Context: an optimization exercise on an open-source flow, tuned for small area, a short achievable clock period and few clock cycles per item. The choices shown serve that exercise and are no tape-out recipe. Only simulation tests tie the RTL to the original design; equivalence was not proved.

## flow/design.v (module list and top-level ports; edited modules follow where they fit)
// module post_requant: 2810 lines
module post_requant (
    input  wire        clk,
    input  wire        rst,         
    input  wire        in_valid,
    output reg         in_ready,
    input  wire [1:0]  in_otype,
    input  wire [31:0] in_acc,
    input  wire [31:0] in_bias,
    input  wire [31:0] in_m,
    input  wire [5:0]  in_rs,
    input  wire [15:0] in_zp,
    input  wire [15:0] in_qmin,
    input  wire [15:0] in_qmax,
    output reg         out_valid,
    input  wire        out_ready,
    output wire [31:0] out_y
);
  // ...
==> flow/flow/run.sh <==
#!/bin/bash
# The standard layout (the standard.sh: standard synthesis, floorplan,
# placement, CTS, routing), with ORFS's timing repair aimed at a setup margin
# so that it works towards a shorter period than the 20 ns clock needs.
# The clock, the constraints and the synthesis are the standard ones.
set -euo pipefail
MARGIN=$(cat flow/margin.txt)
bash standard.sh SETUP_SLACK_MARGIN=$MARGIN finish > flow_standard.log 2>&1
==> flow/flow/margin.txt <==
14.8
==> flow/standard.sh <==
#!/bin/bash
# synth_recipe.tcl (not shown) runs the flow's synth.tcl, then flattens the netlist and writes it again
# the make line also repeats each setting of config.mk as NAME=value (left out here)
make -C /OpenROAD-flow-scripts/flow DESIGN_CONFIG=/design/flow/config.mk WORK_HOME=/design/flow/orfs CLKGATE_MAP_FILE= SYNTH_SCRIPT=/design/flow/synth_recipe.tcl "${@:-finish}"
==> flow/config.mk <==
export PLATFORM = sky130hd
export DESIGN_NAME = post_requant
export DESIGN_NICKNAME = post_requant
export VERILOG_FILES = /design/flow/design.v
export SDC_FILE = /design/flow/constraint.sdc
export NUM_CORES = 4
export LEC_CHECK = 0
export CAP_MARGIN = 20
export CORE_MARGIN = 2
export CORE_UTILIZATION = 60
export SLEW_MARGIN = 20
==> flow/constraint.sdc <==
create_clock -name core_clock -period 20.0 [get_ports {clk}]
set_input_delay 4.0000 -clock core_clock [delete_from_list [all_inputs] [get_ports {clk}]]
set_output_delay 4.0000 -clock core_clock [all_outputs]
set_load 0.01 [all_outputs]
==> results.txt, run 1 <==
sequential share of cell area=30.02%; skew final=0.04978 ns; grt total ovfl=0; synthesized net count=6,190; area delta synth->final=9.845%; R2R Path Start=b_s[3]; Worst Hold Depth=0; WP data required=16.00 ns; grt peak-use layer=met2; flops & latches, synth=794; Hold EP=d_zp[3]; Simple-Gate Fraction of Synth Area=7.542%; Routed WL=173.6 mm; number of nets at the end of the flow=6,149; Compound-Gate Fraction of Synth Area=18.87%; first-pass iteration count of the detailed router=7; final std cells w/o fill=6,541; multiplexer area fraction after synthesis=2.016%; Final clock-cell share=4.640%; die width=304.6 microns; run status=complete, no violations; Register Area=17,880 sq um; clk buf depth=3; Clock Sinks=794; area share of the leading cell type in the synthesized netlist=22.22%; number of DRC markers in iteration 0=4,637; pre-CTS WS=14.11 ns; fraction of area in multi-input gates=55.92%; Min Hold Slack=0.3133 ns; CTS buffer count=81
Testbench counts, summed over its fixed seeds: cycles 32,040, items 32,000.
==> inputs of run 2 (changes only) <==
--- a/flow/config.mk
+++ b/flow/config.mk
@@ -8,4 +8,6 @@
 export CAP_MARGIN = 20
 export CORE_MARGIN = 2
-export CORE_UTILIZATION = 60
+export CORE_UTILIZATION = 50
+export CTS_CLUSTER_DIAMETER = 60
+export CTS_CLUSTER_SIZE = 30
 export SLEW_MARGIN = 20
==> run 2 against run 1 <==
Sequential share of layout area hardly changed. Critical path depth unchanged. Fmax shrank 0.25%. Area after synthesis is the same. Critical path type unchanged. Critical endpoint is now out_y[18]. Largest cell class unchanged.
==> results.txt, run 2 <==
number of cells produced by synthesis=5,339; WP data required=16.00 ns (about the same); grt total ovfl=0 (unchanged); run status=complete, no violations; R2R cell count=20; top cell family by delay on the critical path=flip-flops; clk buf depth=3 (unchanged); first-pass GRT wire length=269.3 mm; max FFs per register=64; DP Area=57,110 sq um; via count=41,830; clock root cell=clkbuf_16; Register Area=17,880 sq um (about the same); die width=333.3 microns (+9.4%); setup ws final=14.75 ns; Ys Warns=1; Worst Hold Depth=0 (unchanged); worst path cell trace=buf_2; WL/cell=26.37 microns; Yosys top cell by area=dfxtp_1; CP Depth=1; fmax=190.6 MHz; post-DR vias/cell=6.208; Worst setup EP type=output port; Slew @ Worst Pin=1.127 ns; Hold Path Class=reg2reg; Top reg by flops=b_s; synthesized net count=6,190 (unchanged); Slew Viols, Final=0; # setup viols final=0; die area=111,100 sq um; Max transition margin=24.59%; count leader, synth=dfxtp_1; initial antenna violation count=4; Buffers on Ports=189; Routed WL=177.7 mm (+2.3%); flops & latches, synth=794 (unchanged); commonest non-fill, non-tap cell in the layout=a22oi_1; io pins=190; Antenna Violating Nets Remaining=0; met2 GRT Util=51.34%; EDFF count, synth=192; Buffers & Inverters on Critical Path=1; area share of the leading cell type in the synthesized netlist=22.22% (unchanged); period utilization=26.23%; grt peak-use layer=met2; met3 usage=6.768%; pin count of the biggest net entering global routing=60; core box area=107,400 sq um; area delta synth->final=9.870% (about the same); Die H=333.3 microns; share of cells above drive strength 1=7.985%; antenna diode count=0; post-synthesis sequential area ratio=32.85%; CTS buffer count=67 (-17%); synth top area cells=dfxtp_1 22%, fa_1 16%, edfxtp_1 11%; skew final=0.04448 ns (-0.005301 ns); Avg Cell Area, Syn=10.16 sq um; Final Util=55.50%; drt drc=0; Reg clk slew, reported paths=0.10 ns; initial core utilization=50.52%; footprint of the multi-input gates=33,310 sq um; number of DRC markers in iteration 0=4,310 (-7.1%); design area=59,580 sq um; crit path max fanout=1; row count=120; Synth async-reset ratio=0%; CTS hold repair buffers=0; CP startpoint kind=flop; vias in the first global route=42,480; Final Hold Vio Count=0; Fill cells=9,510; RSZ-0062 raised after global routing=true; Post-Syn Area=54,230 sq um; Clock Sinks=794 (unchanged); Most used DFF post-synth=dfxtp_1; most frequent cells in the layout=556 x a22oi_1, 550 x dfxtp_1, 444 x fa_1; slowest stage cell, crit path=edfxtp_1; H-Tree Depth=3; pre-CTS WS=13.98 ns (-0.1263 ns); Skew-Pair Late Insertion Delay=0.71 ns; distinct cell type count after synthesis=102; RD Place Congestion=0.9910; final setup TNS=0 ns; Max Cap Viol=0; WS Path Type=reg2out; first-pass iteration count of the detailed router=7 (unchanged); grt met1 use=41.11%; fin crit period=5.246 ns; total global-route track usage=31.83%; CTS tree=done; number of nets at the end of the flow=6,131 (-0.29%); Post-DP HPWL=124.2 mm; Max stage delay on crit path=0.39 ns; biggest regs=b_s x64, b_c x63, t x33; CP Data Arrival Time=1.25 ns; Synth top cells by count=602 x dfxtp_1, 556 x a22oi_1, 445 x fa_1, 425 x xor2_1, 419 x inv_1
==> run 2: layout make-up <==
| class | count | area share, % |
|---|---|---|
| Tap cell | 1403 | 2.946 |
| Clock inverter | 56 | 1.388 |
| Sequential cell | 794 | 30.02 |
| Inverter | 428 | 2.719 |
| Timing Repair Buffer | 291 | 4.202 |
| Multi-Input combinational cell | 3698 | 55.91 |
| Clock buffer | 68 | 2.820 |
==> run 2: timing repair <==
action | in CTS | in global routing
pin swaps | 1 | 2
setup endpoints to repair | 35 | 60
cloned | 0 | 0
setup buffers | 4 | 1
resized for setup | 145 | 10
==> run 2: logic make-up (layout without fill, tap and decap cells) <==
| logic type | after synthesis | after routing | synth area share [%] |
|---|---|---|---|
| flops | 794 | 794 | 32.85 |
| compound gates | 1441 | 1441 | 18.87 |
| mux | 87 | 87 | 2.016 |
| xor+xnor | 641 | 641 | 10.37 |
| fa+ha+maj | 707 | 707 | 22.42 |
| buf+inv | 847 | 843 | 5.932 |
| simple gates | 822 | 822 | 7.542 |
==> run 2: through the flow <==
stage	cells	hold slack (ns)
after floorplan	5339	0.3096
after global placement	6609	0.3109
after detailed placement	6609	0.3121
after CTS	6737	0.3225
after global routing	6738	0.3216
final	6738	0.3256
==> run 2: routing by layer <==
metal	routed length, microns	up-vias	part of all wire [%]
met4	8618	6	4.9
met5	34	-	0.019
met3	14830	469	8.3
met2	82510	2107	46
met1	71680	20560	40
li1	-	18680	-
==> run 2: path summary, 6_finish.rpt <==
path	slack, ns	startpoint	to
worst min-delay path	0.33	a_qmax[12]	d_qmax[12]
worst max register to register	14.90	b_s[9]	c_r
worst max-delay path	14.75	out_h[18]	out_y[18]
worst min register to register	0.33	a_qmax[12]	d_qmax[12]
==> inputs of run 3 (changes only) <==
--- a/flow/config.mk
+++ b/flow/config.mk
@@ -9,5 +9,3 @@
 export CORE_MARGIN = 2
 export CORE_UTILIZATION = 50
-export CTS_CLUSTER_DIAMETER = 60
-export CTS_CLUSTER_SIZE = 30
 export SLEW_MARGIN = 20
==> run 3 against run 2 <==
Critical path depth is the same. Flip-flop and latch count is the same. First-iteration DRC count shrank 3.2%. Count of clock-buffer cells in the layout grew 47. Largest cell class unchanged.
==> results.txt, run 3 <==
run status=complete, no violations; Max transition margin=23.79% (-0.80 points); Reg clk slew, reported paths=0.06 ns (-0.04 ns); post-DR vias/cell=6.165 (-0.68%); initial antenna violation count=4 (unchanged); area delta synth->final=10.57%; number of cells produced by synthesis=5,339 (unchanged); first-pass iteration count of the detailed router=7 (unchanged); Worst Hold Depth=0 (unchanged); clock root cell=clkbuf_16; Die H=333.3 microns (unchanged); CP Data Arrival Time=1.24 ns (about the same); Final Util=55.86% (+0.35 points); number of DRC markers in iteration 0=4,174 (-3.2%); synth top area cells=dfxtp_1 22%, fa_1 16%, edfxtp_1 11%; core box area=107,400 sq um (unchanged); distinct cell type count after synthesis=102 (unchanged); # setup viols final=0 (unchanged); worst path cell trace=buf_2; synthesized net count=6,190 (unchanged); WS Path Type=reg2out; clk buf depth=3 (unchanged); top cell family by delay on the critical path=flip-flops; fmax=190.7 MHz (about the same); Clock Sinks=794 (unchanged); Post-Syn Area=54,230 sq um (unchanged); RD Place Congestion=0.9910 (unchanged); CTS tree=done; CTS hold repair buffers=0 (unchanged); area share of the leading cell type in the synthesized netlist=22.22% (unchanged); pin count of the biggest net entering global routing=60 (unchanged); total global-route track usage=31.93% (+0.098 points); setup ws final=14.76 ns (+0.002900 ns); flops & latches, synth=794 (unchanged); Hold Path Class=reg2reg; period utilization=26.22% (about the same); biggest regs=b_s x64, b_c x63, t x33; Yosys top cell by area=dfxtp_1; Min Hold Slack=0.3015 ns (-0.02403 ns); Worst setup EP type=output port; slowest stage cell, crit path=edfxtp_1; Final Hold Vio Count=0 (unchanged); antenna diode count=0 (unchanged); Most used DFF post-synth=dfxtp_1; final setup TNS=0 ns (unchanged); Slew Viols, Final=0 (unchanged); most frequent cells in the layout=556 x a22oi_1, 551 x dfxtp_1, 444 x fa_1; Synth top cells by count=602 x dfxtp_1, 556 x a22oi_1, 445 x fa_1, 425 x xor2_1, 419 x inv_1; Max Cap Viol=0 (unchanged); Antenna Violating Nets Remaining=0 (unchanged); Post-DP HPWL=124.2 mm (unchanged); Avg Cell Area, Syn=10.16 sq um (unchanged); Routed WL=178.3 mm (+0.37%); Slew @ Worst Pin=1.139 ns (+0.01194 ns); Buffers on Ports=189 (unchanged); Buffers & Inverters on Critical Path=1 (unchanged); fin crit period=5.243 ns (-0.002900 ns); count leader, synth=dfxtp_1; Max stage delay on crit path=0.38 ns (about the same); CP startpoint kind=flop; post-synthesis sequential area ratio=32.85% (unchanged); H-Tree Depth=3 (unchanged); Top reg by flops=b_s; EDFF count, synth=192 (unchanged); initial core utilization=50.52% (unchanged); first-pass GRT wire length=270.2 mm (+0.32%); CP Depth=1 (unchanged); number of nets at the end of the flow=6,148 (+0.28%); pre-CTS WS=13.98 ns (unchanged); die area=111,100 sq um (unchanged); Synth async-reset ratio=0% (unchanged); row count=120 (unchanged); io pins=190 (unchanged); skew final=0.06189 ns (+0.01742 ns); max FFs per register=64 (unchanged); crit path max fanout=1 (unchanged); Ys Warns=1 (unchanged); Skew-Pair Late Insertion Delay=0.71 ns (about the same); CTS buffer count=83 (+24%); commonest non-fill, non-tap cell in the layout=a22oi_1; share of cells above drive strength 1=8.108% (+0.12 points); RSZ-0062 raised after global routing=true; drt drc=0 (unchanged); R2R cell count=20 (unchanged); WL/cell=26.35 microns (about the same); via count=41,730 (-0.24%); vias in the first global route=42,660 (+0.42%); die width=333.3 microns (unchanged); grt total ovfl=0 (unchanged); WP data required=16.00 ns (about the same)
-- run 3: cell counts after synthesis --
No cell type changed its count.
-- run 3: path summary, 6_finish.rpt --
| check | start | end | slack (ns) |
|---|---|---|---|
| max | out_h[18] | out_y[18] | 14.76 |
| min | a_zp[13] | d_zp[13] | 0.30 |
| max reg2reg | b_s[26] | c_r | 14.91 |
| min reg2reg | a_zp[13] | d_zp[13] | 0.30 |
-- run 3: what timing repair did --
action / 4_1_cts / 5_1_grt
buffers inserted: 4 / 2
endpoints found under the setup margin: 35 / 60
gates cloned: 0 / 0
resized for setup: 148 / 11
pin swaps: 1 / 3
-- run 3: cell families after synthesis --
kind of cell,count (synthesis),synth area share (%)
flops,794,32.85
xor+xnor,641,10.37
simple gates,822,7.542
compound gates,1441,18.87
fa+ha+maj,707,22.42
buf+inv,847,5.932
mux,87,2.016
-- run 3: metrics by stage --
| step | instance area [sq um] | std cells |
|---|---|---|
| final | 59970 | 6768 |
| after global routing | 59970 | 6768 |
| after CTS | 59900 | 6766 |
| after detailed placement | 57110 | 6609 |
| after global placement | 57110 | 6609 |
| after floorplan | 54240 | 5339 |
-- run 3: final cells by class --
type / instances / area [sq um]
fillers: 9494 / 47390
clock inverters: 38 / 533.0
multi-input cells: 3698 / 33320
well taps: 1403 / 1755
inverters: 428 / 1623
flip-flops and latches: 794 / 17880
clock buffers: 115 / 2340
repair buffers: 292 / 2511
-- run 3: per-layer routing --
layer	global-route usage (%)	up-vias	routed length (microns)
met1	41.07	20530	72230
met3	6.867	466	14580
li1	-	18710	-
met5	0	-	35
met2	51.33	2014	82590
met4	15.10	6	8892
==> inputs of run 4 (changes only) <==
==> flow/flow/run.sh (replaced) <==
#!/bin/bash
# The standard layout (the standard.sh: standard synthesis, floorplan,
# placement, CTS, routing) with two changes to how ORFS makes it:
#  - its timing repair aims at a setup margin (flow/margin.txt), so that it
#    works towards a shorter period than the 20 ns clock needs;
#  - the port buffers that buffer_ports inserts on every input and output
#    are sky130_fd_sc_hd__buf_2 cells instead of delay-buffer cells.
# The clock, the constraints and the synthesis are the standard ones.
set -euo pipefail
MARGIN=$(cat flow/margin.txt)
bash standard.sh SETUP_SLACK_MARGIN=$MARGIN \
  "BUFFER_PORTS_ARGS=-buffer_cell sky130_fd_sc_hd__buf_2" finish > flow_standard.log 2>&1
--- a/flow/config.mk
+++ b/flow/config.mk
@@ -9,3 +9,6 @@
 export CORE_MARGIN = 2
 export CORE_UTILIZATION = 50
+export CTS_CLUSTER_DIAMETER = 60
+export CTS_CLUSTER_SIZE = 30
+export PLACE_DENSITY = 0.75
 export SLEW_MARGIN = 20
==> run 4 against run 3 <==
Still clean. Flip-flop and latch count is the same. First-iteration DRC count grew 32%. Utilization shrank 1.2 points. Clock skew grew 0.0064 ns. Critical path depth is the same. Cell count shrank 0.58%. Setup slack lost 0.016 ns. Die area is the same. Routed wire length shrank 0.88%. Critical path type unchanged. Critical endpoint is now out_y[7].
==> results.txt, run 4 <==
Post-Syn Area=54,230 sq um (unchanged); row count=120 (unchanged); first-pass iteration count of the detailed router=7 (unchanged); number of nets at the end of the flow=6,122 (-0.42%); multiplexer area fraction after synthesis=2.016% (unchanged); Buffers & Inverters on Critical Path=1 (unchanged); CP Depth=1 (unchanged); Synth async-reset ratio=0% (unchanged); Most used DFF post-synth=dfxtp_1; total global-route track usage=31.25% (-0.67 points); skew final=0.06831 ns (+0.006414 ns); slowest stage cell, crit path=edfxtp_1; die area=111,100 sq um (unchanged); Antenna Violating Nets Remaining=0 (unchanged); Post-DP HPWL=121.0 mm (-2.6%); Max Cap Viol=0 (unchanged); Slew @ Worst Pin=1.169 ns (+0.03053 ns); Slew Viols, Final=0 (unchanged); synth top area cells=dfxtp_1 22%, fa_1 16%, edfxtp_1 11%; top cell family by delay on the critical path=flip-flops; fin crit period=5.259 ns (+0.01590 ns); Reg clk slew, reported paths=0.11 ns (+0.05 ns); Synth top cells by count=602 x dfxtp_1, 556 x a22oi_1, 445 x fa_1, 425 x xor2_1, 419 x inv_1; R2R cell count=10 (-50%); CP Data Arrival Time=1.26 ns (+0.02 ns); # setup viols final=0 (unchanged); max FFs per register=64 (unchanged); pin count of the biggest net entering global routing=60 (unchanged); Hold Path Class=reg2reg; Skew-Pair Late Insertion Delay=0.71 ns (about the same); area share of the leading cell type in the synthesized netlist=22.22% (unchanged); Fill cells=9,220 (-2.9%); Avg Cell Area, Syn=10.16 sq um (unchanged); CP startpoint kind=flop; initial core utilization=50.52% (unchanged); Final Hold Vio Count=0 (unchanged); fmax=190.1 MHz (-0.30%); distinct cell type count after synthesis=102 (unchanged); final setup TNS=0 ns (unchanged); Max transition margin=22.04% (-1.8 points); Yosys top cell by area=dfxtp_1; Worst setup EP type=output port; io pins=190 (unchanged); CTS buffer count=66 (-20%); share of cells above drive strength 1=10.89% (+2.8 points); worst path cell trace=buf_2; run status=complete, no violations; Adder-Cell Fraction of Synth Area=22.42% (unchanged); commonest non-fill, non-tap cell in the layout=a22oi_1; RD Place Congestion=1.005 (+1.4%); crit path max fanout=1 (unchanged); post-DR vias/cell=6.424 (+4.2%); most frequent cells in the layout=556 x a22oi_1, 543 x dfxtp_1, 445 x fa_1; H-Tree Depth=3 (unchanged); area delta synth->final=8.190%; first-pass GRT wire length=266.4 mm (-1.4%); synthesized net count=6,190 (unchanged); Max stage delay on crit path=0.40 ns (+0.02 ns); Final Util=54.66% (-1.2 points); die width=333.3 microns (unchanged); via count=43,230 (+3.6%); Compound-Gate Fraction of Synth Area=18.87% (unchanged); clk buf depth=3 (unchanged); WL/cell=26.27 microns (-0.31%); main combinational cell family by area after synthesis=adder cells; xor and xnor area share after synthesis=10.37% (unchanged); Ys Warns=1 (unchanged); clock root cell=clkbuf_16; drt drc=0 (unchanged); core box area=107,400 sq um (unchanged); initial antenna violation count=2 (-2); Simple-Gate Fraction of Synth Area=7.542% (unchanged); Die H=333.3 microns (unchanged); number of DRC markers in iteration 0=5,529 (+32%); Top reg by flops=b_s; biggest regs=b_s x64, b_c x63, t x33; count leader, synth=dfxtp_1; Worst Hold Depth=0 (unchanged); Clock Sinks=794 (unchanged); EDFF count, synth=192 (unchanged); post-synthesis sequential area ratio=32.85% (unchanged); grt total ovfl=0 (unchanged); CTS tree=done; number of cells produced by synthesis=5,339 (unchanged); period utilization=26.30% (+0.079 points); RSZ-0062 raised after global routing=true; Buffers on Ports=189 (unchanged); Routed WL=176.8 mm (-0.88%); flops & latches, synth=794 (unchanged); WP data required=16.00 ns (about the same); vias in the first global route=43,890 (+2.9%); WS Path Type=reg2out
[run 4: cell counts after synthesis]
No cell type changed its count.
[run 4: path summary, 6_finish.rpt]
path | start | endpoint | slack, ns
max reg2reg | two[3] | b_c[41] | 14.89
max | out_h[7] | out_y[7] | 14.74
min reg2reg | a_qmin[1] | d_qmin[1] | 0.32
min | a_qmin[1] | d_qmin[1] | 0.32
[run 4: cell type report]
type	instances	area [sq um]	share of cell area [%]
clock buffer	73	1719	2.930
timing repair buffer	283	1680	2.864
clock inverter	49	686.9	1.171
multi-input combinational	3698	33330	56.80
sequential	794	17890	30.49
tap	1403	1755	2.992
inverter	428	1612	2.747
antenna	1	2.502	0.004265
[run 4: cell families (layout without fill, tap and decap cells)]
kind of cell	Yosys count	in the layout
AO/OA/AOI/OAI	1441	1441
XOR/XNOR	641	641
adder cells (fa/ha/maj)	707	707
buffers and inverters	847	833
flip-flops	794	794
multiplexers	87	87
other	0	1
AND/OR/NAND/NOR	822	822
[run 4: through the flow]
stage / hold slack (ns) / area, sq um / instances / worst slack [ns]
2_1_floorplan: 0.3096 / 54240 / 5339 / 14.90
3_3_place_gp: 0.3121 / 56070 / 6597 / 14.52
3_5_place_dp: 0.3121 / 56080 / 6598 / 14.40
4_1_cts: 0.3283 / 58570 / 6724 / 14.70
5_1_grt: 0.3316 / 58670 / 6728 / 14.63
6_report: 0.3249 / 58670 / 6729 / 14.74
[run 4: routing by layer]
layer	track usage, %	vias up	part of all wire [%]
met5	0.04342	-	0.015
met4	17.80	4	6.8
met3	6.954	803	10
met2	49.17	2956	44
met1	39.76	20810	38
li1	-	18650	-
[run 4: timing repair]
| item | 4_1_cts | 5_1_grt |
|---|---|---|
| setup buffers | 4 | 3 |
| gates resized for setup | 11 | 19 |
| pin swaps | 2 | 8 |
| endpoints found under the setup margin | 35 | 35 |
| hold buffers | 0 | 0 |
==> inputs of run 5 (changes only) <==
--- a/flow/config.mk
+++ b/flow/config.mk
@@ -11,4 +11,3 @@
 export CTS_CLUSTER_DIAMETER = 60
 export CTS_CLUSTER_SIZE = 30
-export PLACE_DENSITY = 0.75
 export SLEW_MARGIN = 20
==> run 5 against run 4 <==
Routed wire length is 1.4% higher. Setup slack got worse by 0.046 ns.
==> results.txt, run 5 <==
Top reg by flops=b_s; WS Path Type=reg2out; synth top area cells=dfxtp_1 22%, fa_1 16%, edfxtp_1 11%; row count=120 (unchanged); Avg Cell Area, Syn=10.16 sq um (unchanged); slowest stage cell, crit path=edfxtp_1; grt total ovfl=0 (unchanged); worst path cell trace=buf_2; WL/cell=26.62 microns (+1.3%); Synth async-reset ratio=0% (unchanged); Hold EP=b_qmin[3]; HP Start=d_qmin[3]; total global-route track usage=32.04% (+0.79 points); clk buf depth=3 (unchanged); run status=complete, no violations; first-pass iteration count of the detailed router=9 (+2); Max Cap Viol=0 (unchanged); antenna diode count=0 (-1); post-synthesis sequential area ratio=32.85% (unchanged); number of nets at the end of the flow=6,131 (+0.15%); H-Tree Depth=3 (unchanged); skew final=0.04766 ns (-0.02064 ns); via count=41,950 (-3.0%); Fill cells=9,519 (+3.2%); initial antenna violation count=4 (+2); WP data required=16.00 ns (about the same); R2R Setup Slk=14.93 ns (+0.04 ns); grt peak-use layer=met2; Worst Hold Depth=0 (unchanged); Clock Sinks=794 (unchanged); Max stage delay on crit path=0.44 ns (+0.04 ns); met3 usage=6.535% (-0.42 points); Routed WL=179.3 mm (+1.4%); flops & latches, synth=794 (unchanged); Register Area=17,880 sq um (about the same); synthesized net count=6,190 (unchanged); Yosys top cell by area=dfxtp_1; Slew @ Worst Pin=1.183 ns (+0.01395 ns); CP Data Arrival Time=1.31 ns (+0.05 ns); commonest non-fill, non-tap cell in the layout=a22oi_1; Max transition margin=20.27% (-1.8 points); CTS tree=done; number of DRC markers in iteration 0=4,170 (-25%); CTS buffer count=67 (+1.5%); Slew Viols, Final=0 (unchanged); fmax=188.5 MHz (-0.87%); FF-to-FF End=c_r; Final Hold Vio Count=0 (unchanged); core box area=107,400 sq um (unchanged); R2R cell count=20 (+10); crit path max fanout=1 (unchanged); final setup TNS=0 ns (unchanged); distinct cell type count after synthesis=102 (unchanged); Buffers & Inverters on Critical Path=1 (unchanged); Hold Path Class=reg2reg; pin count of the biggest net entering global routing=60 (unchanged); # setup viols final=0 (unchanged); Synth top cells by count=602 x dfxtp_1, 556 x a22oi_1, 445 x fa_1, 425 x xor2_1, 419 x inv_1; period utilization=26.53% (+0.23 points); max FFs per register=64 (unchanged); initial core utilization=50.52% (unchanged); vias in the first global route=42,750 (-2.6%); die area=111,100 sq um (unchanged); grt met1 use=41.15% (+1.4 points); top cell family by delay on the critical path=flip-flops; die width=333.3 microns (unchanged); most frequent cells in the layout=556 x a22oi_1, 554 x dfxtp_1, 445 x fa_1; io pins=190 (unchanged); Worst setup EP type=output port; RD Place Congestion=0.9915 (-1.4%); first-pass GRT wire length=271.1 mm (+1.8%); drt drc=0 (unchanged); Min Hold Slack=0.3096 ns (-0.01539 ns); number of cells produced by synthesis=5,339 (unchanged); Post-DP HPWL=124.3 mm (+2.8%); Most used DFF post-synth=dfxtp_1; area delta synth->final=8.366%; met2 GRT Util=51.69% (+2.5 points); RSZ-0062 raised after global routing=true; footprint of the multi-input gates=33,310 sq um (about the same); Die H=333.3 microns (unchanged); EDFF count, synth=192 (unchanged); biggest regs=b_s x64, b_c x63, t x33; Skew-Pair Late Insertion Delay=0.71 ns (about the same); clock root cell=clkbuf_16; CP startpoint kind=flop; CTS hold repair buffers=0 (unchanged); Antenna Violating Nets Remaining=0 (unchanged); R2R Path Start=b_s[25]; Buffers on Ports=189 (unchanged); area share of the leading cell type in the synthesized netlist=22.22% (unchanged); post-DR vias/cell=6.227 (-3.1%); count leader, synth=dfxtp_1; Reg clk slew, reported paths=0.10 ns (about the same); fin crit period=5.306 ns (+0.04640 ns); Post-Syn Area=54,230 sq um (unchanged); Ys Warns=1 (unchanged); share of cells above drive strength 1=10.74% (-0.15 points)
==> run 5: cell count changes in the layout (fill, tap and decap cells not counted), moves of 3 or more <==
cell / before / now
buf_4: 90 / 101
dfxtp_1: 543 / 554
dfxtp_2: 59 / 48
inv_12: 4 / 12
ha_1: 242 / 249
ha_2: 8 / 1
clkinv_4: 6 / 3
==> run 5: worst max-delay path by stage <==
stage	from	end	slack, ns	cells after the start
finish	out_h[23]	out_y[23]	14.69	1
global route	out_h[23]	out_y[23]	14.68	1
CTS	out_h[23]	out_y[23]	14.64	1
detailed placement	b_s[3]	c_r	14.13	20
global placement	b_s[3]	c_r	14.45	20
floorplan	out_ready	b_th[1]	14.90	5
==> run 5: logic make-up (layout without fill, tap and decap cells) <==
| family | count (synthesis) | after routing | synth area share [%] |
|---|---|---|---|
| adders and majority gates | 707 | 707 | 22.42 |
| DFF | 794 | 794 | 32.85 |
| buffers and inverters | 847 | 841 | 5.932 |
| and+or+nand+nor | 822 | 822 | 7.542 |
| xor gates and xnor gates | 641 | 641 | 10.37 |
| muxes | 87 | 87 | 2.016 |
| AOI/OAI and AO/OA | 1441 | 1441 | 18.87 |
==> run 5: metal layers <==
metal / up-vias / routed length [microns]
li1: 18680 / -
met1: 20540 / 71400
met2: 2208 / 83090
met3: 511 / 15360
met4: 10 / 9349
met5: - / 116
==> run 5: repair_timing <==
item | CTS | global route
buffers inserted | 2 | 3
pin swaps | 4 | 6
endpoints found under the setup margin | 35 | 43
resized for setup | 11 | 8
gates cloned | 0 | 0
==> run 5: final cells by class <==
| class | count | share of cell area, % |
|---|---|---|
| clock inverter | 50 | 1.322 |
| clock buffer | 72 | 2.936 |
| sequential | 794 | 30.42 |
| inverter | 428 | 2.742 |
| tap | 1403 | 2.987 |
| timing repair buffer | 291 | 2.919 |
| multi-input combinational | 3698 | 56.67 |
==> run 5: per-stage QoR <==
step           util, %  setup WS [ns]  cells  area (sq um)
2_1_floorplan        -          14.90   5339         54240
3_3_place_gp     52.28          14.45   6608         56130
3_5_place_dp     52.28          14.13   6608         56130
4_1_cts          54.68          14.64   6732         58700
5_1_grt          54.74          14.68   6736         58770
6_report         54.74          14.69   6736         58770

[afterwards: timing with drivers on the ports]
The flow's constraints put no driver on any port. The routed layouts listed below were extracted and timed again, unchanged, in two steps. Step 1: set_driving_cell puts a clkbuf_16 on clk and a buf_2 on each other input, an assumption about the parent block. Step 2 moves the port delays by t, midway between the first and last clock arrival at a register: inputs arrive t later, outputs are due t later. That takes back most of the time a late clock gives input paths. a / b / c = ideal / step 1 / step 2; a / b = the first two.
| run | shift t [ns] | setup slack, ns | hold slack, ns | latest minus earliest clock arrival (ns) | worst register clock-pin slew, ns |
|---|---|---|---|---|---|
| run 1 | 0.728 | 14.767 / 14.699 / 14.277 | 0.313 / 0.313 / 0.313 | 0.055 / 0.055 | 0.08 / 0.08 |
| run 2 | 0.762 | 14.754 / 14.679 / 14.262 | 0.326 / 0.326 / 0.326 | 0.046 / 0.047 | 0.10 / 0.10 |
| run 3 | 0.755 | 14.757 / 14.685 / 14.287 | 0.302 / 0.302 / 0.302 | 0.068 / 0.068 | 0.07 / 0.07 |
| run 4 | 0.741 | 14.741 / 14.670 / 14.580 | 0.325 / 0.325 / 0.325 | 0.075 / 0.074 | 0.11 / 0.11 |
| run 5 | 0.760 | 14.695 / 14.615 / 14.548 | 0.310 / 0.310 / 0.310 | 0.052 / 0.052 | 0.10 / 0.10 |
After both steps setup and hold are still met in every run listed. For run 2, which loses most, drivers alone change the setup slack by -0.075 ns; drivers and shift together by -0.492 ns.
